From an optimization exercise on the open Yosys and OpenROAD flow, aimed at small area and a short achievable clock period; shortcuts taken in it are not production practice.
In this exercise RTL edits were held to simulation tests only and were not proved equivalent to the original.

## flow/config.mk

```make
export PLATFORM = sky130hd
export DESIGN_NAME = ct_time_core
export DESIGN_NICKNAME = ct_time_core
export VERILOG_FILES = /design/flow/design.v
export SDC_FILE = /design/flow/constraint.sdc
export NUM_CORES = 4
export LEC_CHECK = 0
export CAP_MARGIN = 20
export CORE_MARGIN = 2
export CORE_UTILIZATION = 30
export SLEW_MARGIN = 20
```

## flow/constraint.sdc

```tcl
create_clock -name core_clock -period 30.0 [get_ports {clk}]
set_input_delay 6.0000 -clock core_clock [delete_from_list [all_inputs] [get_ports {clk}]]
set_output_delay 6.0000 -clock core_clock [all_outputs]
set_load 0.01 [all_outputs]
```

## flow/design.v

```verilog
module ct_time_core (
  input  wire        clk,
  input  wire        rst,
  input  wire        cmd_valid,
  input  wire [2:0]  cmd_op,
  input  wire [95:0] cmd_data,
  output reg         resp_valid,
  output reg  [1:0]  resp_status,
  output wire [47:0] time_sec,
  output wire [29:0] time_ns,
  output wire [31:0] time_frac,
  output wire [63:0] linear_ns,
  output wire [15:0] linear_frac,
  output wire [47:0] rate_adj,
  output wire [47:0] rate_total,
  output wire [47:0] slew_limit,
  output wire [63:0] slew_remain,
  output wire [2:0]  status,
  output wire [3:0]  sticky,
  output wire [3:0]  cmp_armed,
  output wire [3:0]  cmp_fire
);
  localparam [2:0] OP_STICKY_CLR = 3'd0;
  localparam [2:0] OP_LOAD       = 3'd1;
  localparam [2:0] OP_RATE_SET   = 3'd2;
  localparam [2:0] OP_SLEW_LIMIT = 3'd3;
  localparam [2:0] OP_PHASE_ADJ  = 3'd4;
  localparam [2:0] OP_STEP       = 3'd5;
  localparam [2:0] OP_CMP_ARM    = 3'd6;
  localparam [2:0] OP_CMP_DISARM = 3'd7;
  localparam [1:0] ST_OK    = 2'd0;
  localparam [1:0] ST_RANGE = 2'd1;
  localparam [1:0] ST_BUSY  = 2'd2;
  localparam [29:0] NS_PER_SEC = 30'd1000000000;
  localparam signed [49:0] RMAX     = 50'sd56294995342;    
  localparam [47:0]        SL_MIN   = 48'd28147;
  localparam [47:0]        SL_MAX   = 48'd28147497671;
  localparam [47:0]        SL_RESET = 48'd2814750;
  localparam [54:0]        ONE_25   = 55'd25 << 48;        
  localparam signed [84:0] REM_MAX  = 85'sd1000000000 <<< 52;  
  localparam [79:0]        ARM_LIM  = 80'd1 << 78;          
  reg  [47:0]        sec_q;
  reg  [29:0]        ns_q;
  reg  [51:0]        sub_q;       
  reg  signed [47:0] rate_q;      
  reg  [47:0]        slim_q;      
  reg  signed [82:0] rem_q;       
  reg  [3:0]         sticky_q;    
  reg  [3:0]         armed_q;
  reg  [79:0]        tgt_q [0:3];
  wire [63:0] lin_ns = sec_q * 64'd1000000000 + {34'd0, ns_q};
  wire [79:0] now80  = {lin_ns, sub_q[51:36]};
  reg  [3:0] hit;
  integer u;
  always @* begin
    for (u = 0; u < 4; u = u + 1) begin : g_hit
      reg [79:0] d;
      d = now80 - tgt_q[u];
      hit[u] = armed_q[u] & ~d[79];
    end
  end
  wire        rem_zero = (rem_q == 83'sd0);
  wire        rem_neg  = rem_q[82];
  wire signed [49:0] s_req  = rem_zero ? 50'sd0 :
                              rem_neg  ? -$signed({2'b00, slim_q}) :
                                          $signed({2'b00, slim_q});
  wire signed [49:0] rt_raw = $signed({{2{rate_q[47]}}, rate_q}) + s_req;
  wire signed [49:0] rt_cl  = (rt_raw >  RMAX) ?  RMAX :
                              (rt_raw < -RMAX) ? -RMAX : rt_raw;
  wire               slew_clamped = (rt_cl != rt_raw);
  wire signed [49:0] s_eff  = rt_cl - $signed({{2{rate_q[47]}}, rate_q});
  wire signed [55:0] s25    = s_eff * 56'sd25;
  wire [82:0] abs_rem = rem_neg ? -rem_q : rem_q;
  wire [55:0] abs_s25 = s25[55] ? -s25 : s25;
  wire        finish  = ({27'd0, abs_s25} >= abs_rem);
  wire signed [55:0] inc_rate  = $signed({1'b0, ONE_25}) + $signed({{8{rate_q[47]}}, rate_q}) * 56'sd25;
  wire signed [55:0] inc_total = $signed({1'b0, ONE_25}) + $signed({{6{rt_cl[49]}}, rt_cl}) * 56'sd25;
  wire signed [82:0] inc_fin   = $signed({{27{inc_rate[55]}}, inc_rate}) + rem_q;
  wire [52:0]        adv_slew  = finish ? inc_fin[52:0] : inc_total[52:0];
  wire signed [82:0] rem_slew  = finish ? 83'sd0 : rem_q - $signed({{27{s25[55]}}, s25});
  function [129:0] advance;    
    input [47:0] sec;
    input [29:0] ns;
    input [51:0] sub;
    input [52:0] adv;
    reg   [53:0] s;
    reg   [31:0] n;
    begin
      s = {2'b00, sub} + {1'b0, adv};
      n = {2'b00, ns} + {30'd0, s[53:52]};
      if (n >= {2'b00, NS_PER_SEC})
        advance = {sec + 48'd1, n[29:0] - NS_PER_SEC, s[51:0]};
      else
        advance = {sec, n[29:0], s[51:0]};
    end
  endfunction
  wire [129:0] t_norm = advance(sec_q, ns_q, sub_q, adv_slew);
  wire [129:0] t_base = advance(sec_q, ns_q, sub_q, inc_rate[52:0]);
  wire is_load  = cmd_valid && (cmd_op == OP_LOAD);
  wire is_rate  = cmd_valid && (cmd_op == OP_RATE_SET);
  wire is_slim  = cmd_valid && (cmd_op == OP_SLEW_LIMIT);
  wire is_padj  = cmd_valid && (cmd_op == OP_PHASE_ADJ);
  wire is_step  = cmd_valid && (cmd_op == OP_STEP);
  wire is_arm   = cmd_valid && (cmd_op == OP_CMP_ARM);
  wire is_dis   = cmd_valid && (cmd_op == OP_CMP_DISARM);
  wire is_clr   = cmd_valid && (cmd_op == OP_STICKY_CLR);
  wire [47:0] ld_sec = cmd_data[47:0];
  wire [29:0] ld_ns  = cmd_data[77:48];
  wire        ld_ok  = (ld_ns < NS_PER_SEC);
  wire signed [49:0] rs_in  = $signed({{2{cmd_data[47]}}, cmd_data[47:0]});
  wire signed [49:0] rs_cl  = (rs_in >  RMAX) ?  RMAX :
                              (rs_in < -RMAX) ? -RMAX : rs_in;
  wire               rs_hit = (rs_cl != rs_in);
  wire [47:0] sl_in = cmd_data[47:0];
  wire        sl_ok = (sl_in >= SL_MIN) && (sl_in <= SL_MAX);
  wire signed [84:0] pa_corr = $signed({{1{cmd_data[63]}}, cmd_data[63:0], 20'd0});
  wire signed [84:0] pa_sum  = $signed({{2{rem_slew[82]}}, rem_slew}) + pa_corr;
  wire               pa_ok   = (pa_sum <= REM_MAX) && (pa_sum >= -REM_MAX);
  wire        st_neg  = cmd_data[63];
  wire [31:0] st_sec  = cmd_data[61:30];
  wire [29:0] st_ns   = cmd_data[29:0];
  wire [31:0] st_frac = cmd_data[95:64];
  wire        st_ok   = (st_ns < NS_PER_SEC);
  reg  [47:0] st_sec_n;
  reg  [29:0] st_ns_n;
  reg  [31:0] st_t;
  always @* begin
    if (!st_neg) begin
      st_t = {2'b00, t_base[81:52]} + {2'b00, st_ns};
      if (st_t >= {2'b00, NS_PER_SEC}) begin
        st_ns_n  = st_t[29:0] - NS_PER_SEC;    
        st_sec_n = t_base[129:82] + {16'd0, st_sec} + 48'd1;
      end else begin
        st_ns_n  = st_t[29:0];
        st_sec_n = t_base[129:82] + {16'd0, st_sec};
      end
    end else begin
      st_t = {2'b00, t_base[81:52]} - {2'b00, st_ns};
      if (st_t[31]) begin
        st_ns_n  = st_t[29:0] + NS_PER_SEC;
        st_sec_n = t_base[129:82] - {16'd0, st_sec} - 48'd1;
      end else begin
        st_ns_n  = st_t[29:0];
        st_sec_n = t_base[129:82] - {16'd0, st_sec};
      end
    end
  end
  wire signed [82:0] st_rem = st_neg ? -$signed({31'd0, st_frac, 20'd0})
                                     :  $signed({31'd0, st_frac, 20'd0});
  wire [1:0]  cu      = cmd_data[81:80];
  wire [79:0] arm_tgt = cmd_data[79:0];
  wire [79:0] arm_d   = arm_tgt - now80;
  wire        arm_far = arm_d[79] ? (arm_d <= (~ARM_LIM + 80'd1)) : (arm_d >= ARM_LIM);
  wire        arm_busy = armed_q[cu];
  always @(posedge clk) begin
    if (rst) begin
      sec_q       <= 48'd0;
      ns_q        <= 30'd0;
      sub_q       <= 52'd0;
      rate_q      <= 48'sd0;
      slim_q      <= SL_RESET;
      rem_q       <= 83'sd0;
      sticky_q    <= 4'd0;
      armed_q     <= 4'd0;
      tgt_q[0]    <= 80'd0;
      tgt_q[1]    <= 80'd0;
      tgt_q[2]    <= 80'd0;
      tgt_q[3]    <= 80'd0;
      resp_valid  <= 1'b0;
      resp_status <= ST_OK;
    end else begin
      resp_valid  <= cmd_valid;
      resp_status <= ST_OK;
      if (is_load && ld_ok) begin
        sec_q <= ld_sec;
        ns_q  <= ld_ns;
        sub_q <= 52'd0;
        rem_q <= 83'sd0;
      end else if (is_step && st_ok) begin
        sec_q <= st_sec_n;
        ns_q  <= st_ns_n;
        sub_q <= t_base[51:0];
        rem_q <= st_rem;
      end else begin
        sec_q <= t_norm[129:82];
        ns_q  <= t_norm[81:52];
        sub_q <= t_norm[51:0];
        if (is_padj && pa_ok)
          rem_q <= pa_sum[82:0];
        else
          rem_q <= rem_slew;
      end
      if (is_clr)
        sticky_q <= sticky_q & ~cmd_data[3:0];
      if (is_step && st_ok)
        sticky_q[0] <= 1'b1;
      if (is_rate && rs_hit)
        sticky_q[1] <= 1'b1;
      if (slew_clamped && !(is_load && ld_ok) && !(is_step && st_ok))
        sticky_q[2] <= 1'b1;
      if (is_padj && !pa_ok)
        sticky_q[3] <= 1'b1;
      if (is_rate)
        rate_q <= rs_cl[47:0];
      if (is_slim && sl_ok)
        slim_q <= sl_in;
      armed_q <= armed_q & ~hit;
      if (is_dis)
        armed_q[cmd_data[1:0]] <= 1'b0;
      if (is_arm && !arm_busy && !arm_far) begin
        armed_q[cu] <= 1'b1;
        tgt_q[cu]   <= arm_tgt;
      end
      if ((is_load && !ld_ok) || (is_slim && !sl_ok) || (is_padj && !pa_ok) ||
          (is_step && !st_ok))
        resp_status <= ST_RANGE;
      if (is_arm)
        resp_status <= arm_busy ? ST_BUSY : (arm_far ? ST_RANGE : ST_OK);
    end
  end
  wire [82:0] rem_mag = abs_rem >> 20;
  assign time_sec    = sec_q;
  assign time_ns     = ns_q;
  assign time_frac   = sub_q[51:20];
  assign linear_ns   = lin_ns;
  assign linear_frac = sub_q[51:36];
  assign rate_adj    = rate_q;
  assign rate_total  = rt_cl[47:0];
  assign slew_limit  = slim_q;
  assign slew_remain = rem_neg ? -rem_mag[63:0] : rem_mag[63:0];
  assign status      = {slew_clamped, (rate_q == RMAX[47:0]) || (rate_q == -RMAX[47:0]), !rem_zero};
  assign sticky      = sticky_q;
  assign cmp_armed   = armed_q;
  assign cmp_fire    = hit;
endmodule
```

## flow/run.sh

```bash
#!/bin/bash
# synth_recipe.tcl (not shown) runs the flow's synth.tcl, then flattens the netlist and writes it again
# the make line also repeats each setting of config.mk as NAME=value (left out here)
make -C /OpenROAD-flow-scripts/flow DESIGN_CONFIG=/design/flow/config.mk WORK_HOME=/design/flow/orfs CLKGATE_MAP_FILE= SYNTH_SCRIPT=/design/flow/synth_recipe.tcl finish
```

==> run notes <==
==> cells in the final DEF, fill, tap and decap left out, types with 292 or more instances in the layout <==
| cell type | n |
|---|---|
| xor2_1 | 504 |
| edfxtp_1 | 320 |
| o21ai_0 | 802 |
| nand2_1 | 959 |
| xnor2_1 | 809 |
| a21oi_1 | 1027 |
| fa_1 | 559 |
| nor3_1 | 292 |
| ha_1 | 1865 |
| dfxtp_1 | 319 |
| a21o_1 | 467 |
| inv_1 | 1740 |
| and2_1 | 403 |
| clkdlybuf4s50_1 | 514 |
| buf_4 | 475 |
| nor2_1 | 994 |
==> per-layer routing <==
layer | up-vias | track usage, %
li1 | 52200 | -
met1 | 54400 | 34.0
met2 | 5023 | 40.7
met3 | 1023 | 5.20
met4 | 30 | 15.0
met5 | - | 0
==> final timing paths <==
kind                            slack (ns)       start         end
worst max-delay path                  0.99   slim_q[5]    ns_q[25]
worst min-delay path                  0.45  rate_q[20]  rate_q[20]
worst max register to register        0.99   slim_q[5]    ns_q[25]
worst min register to register        0.45  rate_q[20]  rate_q[20]
==> logic make-up after synthesis <==
kind of cell / share of synthesized area (%)
buf+inv: 7.62
compound gates: 19.8
fa+ha+maj: 29.7
mux: 0.736
flops: 13.7
xor+xnor: 10.1
simple gates: 18.2
==> worst reg2reg max path: cells and delay by family (launching register included) <==
family,cells,cell delay (ns)
AOI/OAI and AO/OA,66,13.50
xor gates and xnor gates,5,0.91
adders and majority gates,13,4.08
buffers and inverters,12,2.21
DFF,1,0.43
muxes,1,0.28
and+or+nand+nor,33,7.46
==> state kept, by name (all words and copies together) (netlist names) <==
register	count
tgt_q	320
rem_q	83
sub_q	52
rate_q	48
sec_q	48
slim_q	48
ns_q	30
armed_q	4
sticky_q	4
resp_status	2
resp_valid	1
==> layout make-up <==
class / count / area (µm²) / share of cell area (%)
Sequential cell: 640 / 16000 / 12.1
Timing Repair Buffer: 995 / 8790 / 6.61
Antenna cell: 25 / 62.6 / 0.0471
Tap cell: 5175 / 6470 / 4.87
Multi-Input combinational cell: 11700 / 92100 / 69.3
Clock buffer: 112 / 2420 / 1.82
Clock inverter: 48 / 464 / 0.349
Inverter: 1748 / 6560 / 4.94
==> per-stage QoR <==
step                      setup slack, ns  hold WS, ns
after CTS                          0.0131        0.453
after detailed placement           -0.729        0.445
after global placement             -0.559        0.439
after global routing               -0.173        0.474
final                               0.993        0.453
after floorplan                      2.13        0.481
==> timing repair <==
item                                    in CTS  in global routing
gates resized for setup                      6                 51
pin swaps                                    1                  6
endpoints found under the setup margin      69                 69
buffers inserted                             2                 12
cloned                                       0                  1
==> flow_metrics.tcl <==
set metrics [dict create \
    drc_errors 0 \
    slew_headroom_pct 17.3 \
    syn-mean-instance-area_um2 7.97 \
    grt.overflow.total 0 \
    synthTopCellsByCount "1866 x ha_1, 1741 x inv_1, 1033 x a21oi_1, 999 x nor2_1, 962 x nand2_1" \
    crit_top_cell "ha_1" \
    wl_met1_um 220000 \
    setup_violations 0 \
    crit_arrival_ns 29.71 \
    yosysTopAreaCellShare_pct 20.0 \
    fin_cells 20400 \
    synth.most_common_cell "ha_1" \
    port_buffers 517 \
    hold_class "flip-flop to flip-flop" \
    synthFlopType "edfxtp_1" \
    drv_cap 0 \
    fill_cells 41000 \
    drtAntennaViolNets 0 \
    drive_gt1_share_pct 5.65 \
    cts_buffer_depth 4 \
    cts_inserted_buffers 92 \
    hpwl_um 444000 \
    whs_path_depth 2 \
    cp_slowest_stage_delay_ns 0.55 \
    final_hold_viol_count 0 \
    areaGrowthSynthToFinish_pct 14.0 \
    fin_skew_ns 0.105 \
    cts-root-buf "clkbuf_16" \
    stdcell_area_um2 133000 \
    vias 113000 \
    grt_pass1_vias 105000 \
    antenna_found_initial 77 \
    coreArea_um2 386000 \
    synth.distinct_cells 123 \
    synth-edff-count 320 \
    ys_warn_count 1 \
    die_area_um2 393000 \
    track_usage_pct 26.3 \
    synth_sequential_area_ratio_pct 13.7 \
    async_flop_share_pct 0 \
    worstRegToRegCells 130 \
    htreeDepth 3 \
    ys_seq_elements 640 \
    drt_iter0_markers 12000 \
    clk_latency_ns 0.88 \
    cp.buffers_inverters 12 \
    cts_sinks 640 \
    rsz0062_at_grt "true" \
    period_share_pct 96.7 \
    yosys.area.top_type "ha_1" \
    postCtsHoldBufs 0 \
    wire_per_inst_um 26.3 \
    cp.required_ns 30.70 \
    cp.depth 130 \
    grt_start_max_net_pins 95 \
    io_pins 518 \
    cp_top_family "compound AO/OA/AOI/OAI gates" \
    routed_wl_um 537000 \
    row_count 228 \
    clk_pin_slew_ns 0.06 \
    die_w_um 627 \
    wl_met3_um 48200 \
    crit_path_start_kind "flip-flop" \
    utilization_pct 34.4 \
    run_status "complete, no violations" \
    end_kind "flip-flop" \
    slew_violations 0 \
    initial_core_util_pct 30.2 \
    syn_nets 17100 \
    cp_slowest_cell "or4_4" \
    fmax_mhz 34.5 \
    cts_tree "built" \
    fin_crit_ns 29.01 \
    first_pass_iters 8 \
    netlist_area_um2 117000 \
    synth_area_leaders "ha_1 20%, fa_1 9.6%, edfxtp_1 8.2%" \
    placed_cell_area_um2 130000 \
    die_h_um 627 \
    highest_layer "met5" \
    wl_met2_um 232000 \
    crit_fanout 22 \
    synthCells 14600 \
    viasPerCell 5.51 \
    final_nets 17700 \
    gp_congestion 1.05 \
    worst-setup-path-type "flip-flop to flip-flop" \
    tightest_slew_ns 1.23 \
    numPlacedInstances 20200 \
    grt_pass1_wl_um 754000 \
    fin_setup_tns_ns 0 \
]

-- static timing again, ports no longer ideal --
How much do the figures lean on ideal ports? The routed layout below was timed once more, with nothing changed but the port constraints. Step 1: set_driving_cell puts a clkbuf_16 on clk and a buf_2 on each other input, an assumption about the parent block. Step 2 also shifts input and output timing later by t, the mid clock arrival at the registers, as if the neighbouring blocks saw the same clock. Three values: no drivers, after step 1, after step 2; two values: the first two.
shift t [ns]: 0.930
setup slack, ns: 0.993 / 0.993 / 0.993
hold WS [ns]: 0.453 / 0.453 / 0.453
worst setup path after step 2: register to register
slew at the worst register clock pin (ns): 0.06 / 0.06
After both steps this run still meets setup and hold. For this run, drivers alone change the setup slack by 0.000 ns; drivers and shift together by 0.000 ns.
